Context: an optimization exercise on an open-source flow, tuned for small area and a short achievable clock period. The choices shown serve that exercise and are no tape-out recipe.
The RTL was checked by simulation tests, not by an equivalence proof against the original design.
Power figures rest on the tool's default switching activity, not on a simulated workload.

v14:
## noc_flit_rx
module noc_flit_rx (
    input  wire         clk,
    input  wire         rst,           
    input  wire         in_valid,
    input  wire         in_head,       
    input  wire [255:0] in_flit,
    input  wire [9:0]   in_chk,
    output wire         out_valid,
    output wire         out_head,
    output wire [255:0] out_flit,
    output wire [9:0]   out_chk,
    output wire         out_poison,
    output reg  [31:0]  err_ce,        
    output reg  [31:0]  err_ue         
);
Size: ~1900 cells after synthesis, roughly 370 flip-flops.
Settings: LEC_CHECK=0, ABC_CLOCK_PERIOD_IN_PS=7000, CAP_MARGIN=20, CORE_MARGIN=2, CORE_UTILIZATION=60, CTS_BUF_LIST=sky130_fd_sc_hd__clkbuf_16, CTS_CLUSTER_DIAMETER=65, CTS_CLUSTER_SIZE=24, SETUP_SLACK_MARGIN=5, SLEW_MARGIN=20, TNS_END_PERCENT=10; clock period 9.0 ns.
standard.sh (not shown) runs the stock make flow with config.mk's settings and CLKGATE_MAP_FILE= SYNTH_SCRIPT=/design/flow/synth_recipe.tcl, a recipe that flattens the netlist after the stock synthesis.
==> flow/flow/run.sh <==
#!/bin/bash
# The standard layout (standard.sh), with two changes:
#  - the port buffers are the smallest buffer cell (buf_1) instead of the
#    slow clkdlybuf4s50_1 that buffer_ports picks by default;
#  - the 3-input XOR cells are added to the don't-use list, so the syndrome
#    tree maps to 2-input XORs, which are faster here.
set -euo pipefail
DU="$(make -s -C "$FLOW_HOME" DESIGN_CONFIG="$PWD/config.mk" WORK_HOME="$PWD/orfs" print-DONT_USE_CELLS 2> print.log | sed -n 's/^DONT_USE_CELLS: //p')"
echo "platform don't-use list: $DU" > run.log
for c in xor3_1 xor3_2 xor3_4 xnor3_1 xnor3_2 xnor3_4; do DU="$DU sky130_fd_sc_hd__$c"; done
bash standard.sh DONT_USE_CELLS="$DU" BUFFER_PORTS_ARGS="-buffer_cell sky130_fd_sc_hd__buf_1" finish > standard.log 2>&1
> inputs changed (v14 -> v10)
- CTS_CLUSTER_SIZE: 24 -> 30
- CTS_CLUSTER_DIAMETER: 65 -> 80
- TNS_END_PERCENT: 10 -> unset
Notes after the runs:
Having completed the whole flow, v14 delivered a layout that passed the timing, DRC and antenna checks. In summary, v10 completed successfully, with a layout that passed the timing, DRC and antenna checks. Fraction of area in multi-input gates (higher): v10. Count of non-filler cells in the finished layout (v10 over v14): decrease, 0.89%. Compared to v14, v10 has met1 usage in global routing 1.7 points lower.

* * *

## the baseline
noc_flit_rx again, from the RTL that the note above started with.
clock: 9.0 ns
lec_check: 0
abc_clock_period_in_ps: 7000
cap_margin: 20
core_margin: 2
core_utilization: 60
cts_buf_list: sky130_fd_sc_hd__clkbuf_16
cts_cluster_diameter: 65
cts_cluster_size: 24
setup_slack_margin: 5
slew_margin: 20
Scripts as last shown in full above: flow/flow/run.sh
The baseline closes out successfully: all stages finished, all timing, DRC and antenna checks passed.
Setup changes, the baseline to the candidate
# the baseline
export LEC_CHECK = 0
export ABC_CLOCK_PERIOD_IN_PS = 7000
export CAP_MARGIN = 20
export CORE_MARGIN = 2
export CORE_UTILIZATION = 60
export CTS_BUF_LIST = sky130_fd_sc_hd__clkbuf_16
export CTS_CLUSTER_DIAMETER = 65
export CTS_CLUSTER_SIZE = 24
export SETUP_SLACK_MARGIN = 5
export SLEW_MARGIN = 20
create_clock -name core_clock -period 9.0 [get_ports {clk}]
# the candidate
export LEC_CHECK = 0
export ABC_CLOCK_PERIOD_IN_PS = 7000
export CAP_MARGIN = 20
export CORE_MARGIN = 2
export CORE_UTILIZATION = 64
export CTS_BUF_LIST = sky130_fd_sc_hd__clkbuf_16
export CTS_CLUSTER_DIAMETER = 80
export CTS_CLUSTER_SIZE = 30
export SETUP_SLACK_MARGIN = 5
export SLEW_MARGIN = 20
create_clock -name core_clock -period 9.0 [get_ports {clk}]
--- outcome ---
- On first-pass GRT wire length: the candidate sits above the baseline.
- Of the baseline and the candidate, the candidate shows the higher combinational fraction of design power, with the baseline below it.
- Looking only at global-route usage over all layers, and setting everything else aside, the lower value of the baseline and the candidate goes to the baseline.
- The candidate vs. the baseline: combinational power picked up an extra 4.8%; relative area change from synthesis to final layout went down.
- In the metrics for the baseline and the candidate, the one carrying the lower depth of the critical timing path with buffers and inverters included is the candidate.
- Per the comparison of the candidate with the baseline, worst ir drop on vdd decreased by about 4.7% relative to the old numbers, sequential fraction of design power increased by 0.7 points relative to the old numbers, minimum hold slack increased by 0.022 ns relative to the old numbers.
- Min final area across the baseline and the candidate: the candidate
- In the metrics for the baseline and the candidate, the one carrying the lower clock-buffer cell count is the candidate.

* * *

noc_flit_rx again, from the RTL that the note above started with.
export LEC_CHECK = 0
export ABC_CLOCK_PERIOD_IN_PS = 7000
export CAP_MARGIN = 20
export CORE_MARGIN = 2
export CORE_UTILIZATION = 60
export CTS_BUF_LIST = sky130_fd_sc_hd__clkbuf_16
export CTS_CLUSTER_DIAMETER = 80
export CTS_CLUSTER_SIZE = 30
export SETUP_SLACK_MARGIN = 5
export SLEW_MARGIN = 20
export TNS_END_PERCENT = 10
create_clock -name core_clock -period 9.0 [get_ports {clk}]
Scripts as last shown in full above: flow/flow/run.sh
Rerun with:
- CTS_BUF_LIST: sky130_fd_sc_hd__clkbuf_16 -> sky130_fd_sc_hd__clkbuf_8
- CTS_CLUSTER_DIAMETER: 80 -> unset
- TNS_END_PERCENT: 10 -> unset
Result:
- The changed run completed without violations
- global-route usage rose by 1.3 points
- final area goes up by 2.7%
- total power is higher by about 0.6%
- core utilization rises by 2.0 points
- clock power grows by about 60%
- die area is unchanged
- synthesized cell count stays the same
- synthesized area stays the same
- worst setup slack gets better by 0.042 ns

==> separate check: timing with driven ports <==
How much do the figures lean on ideal ports? The routed layouts below were timed once more, with nothing changed but the port constraints.
Step 1 (the two cells are an assumption about what drives the block):
set clk [get_ports {clk}]
set_driving_cell -lib_cell sky130_fd_sc_hd__clkbuf_16 $clk
set_driving_cell -lib_cell sky130_fd_sc_hd__buf_2 [delete_from_list [all_inputs] $clk]
Step 2, shift: input delay + t, output delay - t, t = (earliest + latest rising clock arrival at the registers) / 2. This alone moves slack from input paths to output paths.
Slacks: ideal ports / drivers / drivers and shift; pairs: ideal ports / drivers.
run	shift t [ns]	setup WS [ns]	worst data-port slew with drivers (ns)	pins driven straight from the clock port
v14	0.639	4.935 / 4.881 / 4.323	0.12	1
v10	0.592	4.929 / 4.876 / 4.367	0.13	1
the baseline	0.641	4.930 / 4.899 / 4.291	0.13	1
the candidate	0.587	4.969 / 4.912 / 4.435	0.11	1
the first run of note 3	0.583	4.921 / 4.866 / 4.357	0.11	1
the second run of note 3	0.671	4.963 / 4.943 / 4.318	0.15	1
After both steps setup and hold are still met in every run listed. For the second run of note 3, which loses most, drivers alone change the setup slack by -0.020 ns; drivers and shift together by -0.645 ns.
